Source: an optimization exercise on an open RTL-to-GDS flow (aim: small area, a short achievable clock period and few clock cycles). Production flows keep margins and buffers that such runs may drop. RTL that was checked went through simulation tests only; none was proved equivalent to the original.

## TR
==> flow/design.v <==
module sbox_a (
    input  wire [7:0]  x,
    output wire [11:0] y      
);
    wire [7:0] e;
    assign e[0] = x[0] ^ x[2] ^ x[5] ^ x[7];
    assign e[1] = x[2] ^ x[5] ^ x[6] ^ x[7];
    assign e[2] = x[2];
    assign e[3] = x[3] ^ x[4];
    assign e[4] = x[1] ^ x[5] ^ x[7];
    assign e[5] = x[2] ^ x[3];
    assign e[6] = x[1] ^ x[4] ^ x[6] ^ x[7];
    assign e[7] = x[5] ^ x[7];
    wire [3:0] h = e[7:4], l = e[3:0];
    wire [6:0] q;
    assign q[0] = (h[0] & l[0]);
    assign q[1] = (h[0] & l[1]) ^ (h[1] & l[0]);
    assign q[2] = (h[0] & l[2]) ^ (h[1] & l[1]) ^ (h[2] & l[0]);
    assign q[3] = (h[0] & l[3]) ^ (h[1] & l[2]) ^ (h[2] & l[1]) ^ (h[3] & l[0]);
    assign q[4] = (h[1] & l[3]) ^ (h[2] & l[2]) ^ (h[3] & l[1]);
    assign q[5] = (h[2] & l[3]) ^ (h[3] & l[2]);
    assign q[6] = (h[3] & l[3]);
    wire [3:0] p = {q[3] ^ q[6], q[2] ^ q[5] ^ q[6], q[1] ^ q[4] ^ q[5], q[0] ^ q[4]};
    wire [3:0] d;
    assign d[0] = p[0] ^ h[2] ^ h[3] ^ l[0] ^ l[2];
    assign d[1] = p[1] ^ h[0] ^ h[1] ^ l[2];
    assign d[2] = p[2] ^ h[1] ^ h[2] ^ l[1] ^ l[3];
    assign d[3] = p[3] ^ h[0] ^ h[1] ^ h[2] ^ l[3];
    assign y = {h, h ^ l, d};
endmodule
module sbox_i (
    input  wire [11:0] x,     
    output wire [11:0] y      
);
    wire [3:0] d = x[3:0];
    wire [3:0] di;
    assign di[0] = (d[0]) ^ (d[1]) ^ (d[2]) ^ (d[0] & d[2]) ^ (d[1] & d[2]) ^ (d[0] & d[1] & d[2]) ^ (d[3]) ^ (d[1] & d[2] & d[3]);
    assign di[1] = (d[0] & d[1]) ^ (d[0] & d[2]) ^ (d[1] & d[2]) ^ (d[3]) ^ (d[1] & d[3]) ^ (d[0] & d[1] & d[3]);
    assign di[2] = (d[0] & d[1]) ^ (d[2]) ^ (d[0] & d[2]) ^ (d[3]) ^ (d[0] & d[3]) ^ (d[0] & d[2] & d[3]);
    assign di[3] = (d[1]) ^ (d[2]) ^ (d[3]) ^ (d[0] & d[3]) ^ (d[1] & d[3]) ^ (d[2] & d[3]) ^ (d[1] & d[2] & d[3]);
    assign y = {x[11:4], di};
endmodule
module sbox_m (
    input  wire [11:0] x,     
    output wire [7:0]  y      
);
    wire [3:0] h = x[11:8], hl = x[7:4], di = x[3:0];
    function automatic [3:0] gmul(input [3:0] a, input [3:0] b);
        reg [6:0] q;
        integer i;
        begin
            q = 7'd0;
            for (i = 0; i < 4; i = i + 1)
                if (b[i]) q = q ^ ({3'd0, a} << i);
            gmul = {q[3] ^ q[6], q[2] ^ q[5] ^ q[6], q[1] ^ q[4] ^ q[5], q[0] ^ q[4]};
        end
    endfunction
    assign y = {gmul(h, di), gmul(hl, di)};
endmodule
module sbox_c (
    input  wire [7:0] x,      
    output wire [7:0] y       
);
    assign y[0] = ~(x[0] ^ x[1] ^ x[2] ^ x[3] ^ x[5] ^ x[7]);
    assign y[1] = ~(x[0] ^ x[1] ^ x[4]);
    assign y[2] = (x[0] ^ x[2] ^ x[3] ^ x[5] ^ x[6] ^ x[7]);
    assign y[3] = (x[0] ^ x[1] ^ x[2] ^ x[3] ^ x[6]);
    assign y[4] = (x[0] ^ x[3] ^ x[4]);
    assign y[5] = ~(x[1] ^ x[2] ^ x[5] ^ x[6]);
    assign y[6] = ~(x[4] ^ x[5] ^ x[6]);
    assign y[7] = (x[1] ^ x[2] ^ x[3]);
endmodule
module aes_core (
    input  wire         clk,
    input  wire         rst,
    input  wire         in_valid,
    output reg          in_ready,
    input  wire         in_aes256,
    input  wire [255:0] in_key,
    input  wire [127:0] in_block,
    output reg          out_valid,
    output reg  [127:0] out_block
);
    reg  [5:0]   t;                 
    reg  [1:0]   ph;                
    reg  [3:0]   w;                 
    reg          m256;              
    reg          v1, v2;            
    reg          lda;               
    reg          lds;               
    reg  [15:0]  eq16;              
    reg          eqv;               
    reg          vld4;              
    reg  [127:0] s0;                
    reg  [191:0] s1;                
    reg  [127:0] s2;                
    reg  [127:0] kp, kq;
    reg  [47:0]  ks1;               
    reg  [31:0]  ks2;               
    wire [5:0] t_fin0 = m256 ? 6'd42 : 6'd30;             
    wire [5:0] t_fin1 = t_fin0 + 6'd2;
    wire [5:0] t_fin2 = t_fin0 + 6'd4;
    wire [5:0] t_end  = v2 ? t_fin2 : v1 ? t_fin1 : t_fin0;
    wire       done   = t == t_end;                      
    wire [127:0] x = s0 ^ kp;
    wire [191:0] s1_d;
    genvar g;
    generate
        for (g = 0; g < 16; g = g + 1) begin : g_sa
            sbox_a u_a (.x(x[127-8*g -: 8]), .y(s1_d[191-12*g -: 12]));
        end
    endgenerate
    wire        rot = ~m256 | w[0];
    wire [31:0] rw  = rot ? {kp[23:0], kp[31:24]} : kp[31:0];
    wire [47:0] ks1_d;
    generate
        for (g = 0; g < 4; g = g + 1) begin : g_ka
            sbox_a u_a (.x(rw[31-8*g -: 8]), .y(ks1_d[47-12*g -: 12]));
        end
    endgenerate
    wire [127:0] s2_d;
    generate
        for (g = 0; g < 16; g = g + 1) begin : g_sb
            wire [11:0] m;
            sbox_i u_i (.x(s1[191-12*g -: 12]), .y(m));
            sbox_m u_m (.x(m), .y(s2_d[127-8*g -: 8]));
        end
    endgenerate
    wire [31:0] ks2_d;
    generate
        for (g = 0; g < 4; g = g + 1) begin : g_kb
            wire [11:0] m;
            sbox_i u_i (.x(ks1[47-12*g -: 12]), .y(m));
            sbox_m u_m (.x(m), .y(ks2_d[31-8*g -: 8]));
        end
    endgenerate
    wire [127:0] sb;
    generate
        for (g = 0; g < 16; g = g + 1) begin : g_sc
            sbox_c u_c (.x(s2[127-8*g -: 8]), .y(sb[127-8*g -: 8]));
        end
    endgenerate
    wire [127:0] shifted;
    generate
        for (g = 0; g < 16; g = g + 1) begin : g_shift
            localparam integer R = g % 4;
            localparam integer C = g / 4;
            localparam integer SRC = R + 4 * ((C + R) % 4);
            assign shifted[127-8*g -: 8] = sb[127-8*SRC -: 8];
        end
    endgenerate
    function automatic [7:0] xtime(input [7:0] v);
        xtime = {v[6:0], 1'b0} ^ (v[7] ? 8'h1B : 8'h00);
    endfunction
    wire [127:0] mixed;
    generate
        for (g = 0; g < 4; g = g + 1) begin : g_mix
            wire [7:0] a0 = shifted[127-32*g -: 8];
            wire [7:0] a1 = shifted[119-32*g -: 8];
            wire [7:0] a2 = shifted[111-32*g -: 8];
            wire [7:0] a3 = shifted[103-32*g -: 8];
            assign mixed[127-32*g -: 8] = xtime(a0) ^ (xtime(a1) ^ a1) ^ a2 ^ a3;
            assign mixed[119-32*g -: 8] = a0 ^ xtime(a1) ^ (xtime(a2) ^ a2) ^ a3;
            assign mixed[111-32*g -: 8] = a0 ^ a1 ^ xtime(a2) ^ (xtime(a3) ^ a3);
            assign mixed[103-32*g -: 8] = (xtime(a0) ^ a0) ^ a1 ^ a2 ^ xtime(a3);
        end
    endgenerate
    wire [31:0] ksub;
    generate
        for (g = 0; g < 4; g = g + 1) begin : g_kc
            sbox_c u_c (.x(ks2[31-8*g -: 8]), .y(ksub[31-8*g -: 8]));
        end
    endgenerate
    reg [7:0] rcon;
    always @(*) begin
        case (m256 ? {1'b0, w[3:1]} : w)
            4'd0: rcon = 8'h01;
            4'd1: rcon = 8'h02;
            4'd2: rcon = 8'h04;
            4'd3: rcon = 8'h08;
            4'd4: rcon = 8'h10;
            4'd5: rcon = 8'h20;
            4'd6: rcon = 8'h40;
            4'd7: rcon = 8'h80;
            4'd8: rcon = 8'h1b;
            4'd9: rcon = 8'h36;
            default: rcon = 8'h00;
        endcase
    end
    wire         use_rcon = ~m256 | w[0];
    wire [31:0]  tw   = ksub ^ {(use_rcon ? rcon : 8'h00), 24'd0};
    wire [127:0] base = m256 ? kq : kp;     
    wire [31:0]  e0   = base[127:96] ^ tw;
    wire [31:0]  e1   = base[95:64]  ^ e0;
    wire [31:0]  e2   = base[63:32]  ^ e1;
    wire [31:0]  e3   = base[31:0]   ^ e2;
    wire [127:0] e    = {e0, e1, e2, e3};
    wire take   = in_valid & in_ready & ~rst;
    wire take_a = in_valid & lda & ~rst;          
    wire take_b = take & ~lda;                    
    wire [255:0] kdiff = in_key ^ {kp, m256 ? kq : in_key[127:0]};
    wire [15:0]  eq16_d;
    generate
        for (g = 0; g < 16; g = g + 1) begin : g_eq
            assign eq16_d[g] = ~|kdiff[16*g+15 -: 16];
        end
    endgenerate
    wire [5:0] t_n  = take_a ? 6'd1 : (t == 6'd0 | done) ? 6'd0 : t + 6'd1;
    wire       v1_n = ~take_a & (v1 | (take_b & (t == 6'd3)));
    wire       v2_n = ~take_a & (v2 | (take_b & (t == 6'd7)));
    wire       m256_n = take_a ? in_aes256 : m256;
    wire [5:0] fin0_n = m256_n ? 6'd42 : 6'd30;
    wire [5:0] end_n  = v2_n ? fin0_n + 6'd4 : v1_n ? fin0_n + 6'd2 : fin0_n;
    wire       lda_n  = (t_n == 6'd0) | (t_n == end_n);
    wire       ldb_n  = in_valid & eqv & (&eq16) & ((t_n == 6'd3) | (t_n == 6'd7 & v1_n));
    always @(posedge clk) begin
        s1  <= s1_d;
        s2  <= s2_d;
        ks1 <= ks1_d;
        ks2 <= ks2_d;
        s0 <= lds ? in_block : mixed;
        lds <= lda_n | (t_n == 6'd2) | (t_n == 6'd4);
        eq16 <= eq16_d;
        out_block <= shifted ^ (ph == 2'd2 ? e : kq);
        if (lda) begin
            m256 <= in_aes256;
            kp   <= in_key[255:128];
            kq   <= in_key[127:0];
            ph   <= 2'd0;
            w    <= 4'd0;
        end else begin
            kq <= kp;
            if (ph == 2'd2)
                kp <= (m256 && w == 4'd0) ? kq : e;
            else
                kp <= kq;
            ph <= (ph == 2'd2) ? 2'd0 : ph + 2'd1;
            w  <= (ph == 2'd2) ? w + 4'd1 : w;
        end
        if (rst) begin
            t         <= 6'd0;
            v1        <= 1'b0;
            v2        <= 1'b0;
            out_valid <= 1'b0;
            in_ready  <= 1'b0;
            lda       <= 1'b0;
            eqv       <= 1'b0;
            vld4      <= 1'b0;
        end else begin
            vld4      <= in_valid & (t == 6'd4);
            eqv       <= in_valid & (in_aes256 == m256) & ((t == 6'd1) | (t == 6'd5 & vld4));
            t         <= t_n;
            v1        <= v1_n;
            v2        <= v2_n;
            out_valid <= (t != 6'd0) & ((t == t_fin0) | (v1 & t == t_fin1) | (v2 & t == t_fin2));
            lda       <= lda_n;
            in_ready  <= lda_n | ldb_n;
        end
    end
endmodule
clock: 11.5 ns
lec_check: 0
cap_margin: 30
core_margin: 2
core_utilization: 50
slew_margin: 30
tns_end_percent: 10
standard.sh (not shown) runs the stock make flow with config.mk's settings and CLKGATE_MAP_FILE= SYNTH_SCRIPT=/design/flow/synth_recipe.tcl, a recipe that flattens the netlist after the stock synthesis.
==> flow/flow/run.sh <==
#!/bin/bash
# The standard layout (standard synthesis unchanged), with two changes to how
# it is made: repair_timing aims for 8.2 ns of setup slack beyond the
# constraint, and the port buffers are buf_2 cells.
bash standard.sh finish SETUP_SLACK_MARGIN=8.2 \
  "BUFFER_PORTS_ARGS=-buffer_cell sky130_fd_sc_hd__buf_2" > standard.log 2>&1
Testbench counts of TR, summed over its fixed seeds: cycles 66,868.
Modified inputs, JK compared to TR
diff --git a/flow/design.v b/flow/design.v
--- a/flow/design.v
+++ b/flow/design.v
@@ -85,14 +85,10 @@
     reg  [1:0]   ph;                
     reg  [3:0]   w;                 
     reg          m256;              
     reg          v1, v2;            
     reg          lda;               
-    reg          lds;               
-    reg  [15:0]  eq16;              
-    reg          eqv;               
-    reg          vld4;              
     reg  [127:0] s0;                
     reg  [191:0] s1;                
     reg  [127:0] s2;                
     reg  [127:0] kp, kq;
     reg  [47:0]  ks1;               
@@ -196,33 +192,26 @@
     wire [31:0]  e3   = base[31:0]   ^ e2;
     wire [127:0] e    = {e0, e1, e2, e3};
     wire take   = in_valid & in_ready & ~rst;
     wire take_a = in_valid & lda & ~rst;          
     wire take_b = take & ~lda;                    
-    wire [255:0] kdiff = in_key ^ {kp, m256 ? kq : in_key[127:0]};
-    wire [15:0]  eq16_d;
-    generate
-        for (g = 0; g < 16; g = g + 1) begin : g_eq
-            assign eq16_d[g] = ~|kdiff[16*g+15 -: 16];
-        end
-    endgenerate
+    wire key_eq = (in_aes256 == m256) & (in_key[255:128] == kp) &
+                  (~m256 | (in_key[127:0] == kq));
     wire [5:0] t_n  = take_a ? 6'd1 : (t == 6'd0 | done) ? 6'd0 : t + 6'd1;
-    wire       v1_n = ~take_a & (v1 | (take_b & (t == 6'd3)));
-    wire       v2_n = ~take_a & (v2 | (take_b & (t == 6'd7)));
+    wire       v1_n = ~take_a & (v1 | (take_b & (t == 6'd2)));
+    wire       v2_n = ~take_a & (v2 | (take_b & (t == 6'd4)));
     wire       m256_n = take_a ? in_aes256 : m256;
     wire [5:0] fin0_n = m256_n ? 6'd42 : 6'd30;
     wire [5:0] end_n  = v2_n ? fin0_n + 6'd4 : v1_n ? fin0_n + 6'd2 : fin0_n;
     wire       lda_n  = (t_n == 6'd0) | (t_n == end_n);
-    wire       ldb_n  = in_valid & eqv & (&eq16) & ((t_n == 6'd3) | (t_n == 6'd7 & v1_n));
+    wire       ldb_n  = in_valid & key_eq & ((t_n == 6'd2) | (t_n == 6'd4 & v1_n));
     always @(posedge clk) begin
         s1  <= s1_d;
         s2  <= s2_d;
         ks1 <= ks1_d;
         ks2 <= ks2_d;
-        s0 <= lds ? in_block : mixed;
-        lds <= lda_n | (t_n == 6'd2) | (t_n == 6'd4);
-        eq16 <= eq16_d;
+        s0 <= in_ready ? in_block : mixed;
         out_block <= shifted ^ (ph == 2'd2 ? e : kq);
         if (lda) begin
             m256 <= in_aes256;
             kp   <= in_key[255:128];
             kq   <= in_key[127:0];
@@ -242,15 +231,11 @@
             v1        <= 1'b0;
             v2        <= 1'b0;
             out_valid <= 1'b0;
             in_ready  <= 1'b0;
             lda       <= 1'b0;
-            eqv       <= 1'b0;
-            vld4      <= 1'b0;
         end else begin
-            vld4      <= in_valid & (t == 6'd4);
-            eqv       <= in_valid & (in_aes256 == m256) & ((t == 6'd1) | (t == 6'd5 & vld4));
             t         <= t_n;
             v1        <= v1_n;
             v2        <= v2_n;
             out_valid <= (t != 6'd0) & ((t == t_fin0) | (v1 & t == t_fin1) | (v2 & t == t_fin2));
             lda       <= lda_n;
## What came out
Max via count across TR and JK: JK. The flip-flop and latch count in JK was lower than what TR gave. Going from TR to JK, synthesized cell count grew slightly. NOTE: synthesis-to-layout area growth in JK exceeds that of TR. TR → JK: area after synthesis moved up; via count of the first global-routing pass moved up; starting density of the core level.
The RTL of JK was laid out without a check of its function.

[static timing again, ports no longer ideal]
In the flow no input, the clock included, has a driving cell. The finished layouts below were timed again as built, in two steps.
Step 1: set_driving_cell puts a clkbuf_16 on clk and a buf_2 on each other input, an assumption about the parent block.
Step 2 also shifts input and output timing later by t, the mid clock arrival at the registers, as if the neighbouring blocks saw the same clock.
Three values: no drivers, after step 1, after step 2; two values: the first two.
run	t (ns)	slack for setup (ns)	latest minus earliest clock arrival (ns)	slew at the worst register clock pin (ns)	worst data-port slew with drivers (ns)
TR	0.824	7.941 / 7.861 / 7.322	0.040 / 0.041	0.07 / 0.07	0.26
JK	0.824	7.279 / 7.318 / 6.495	0.038 / 0.037	0.07 / 0.07	0.21
After both steps setup and hold are still met in every run listed. For JK, which loses most, drivers alone change the setup slack by +0.039 ns; drivers and shift together by -0.784 ns.
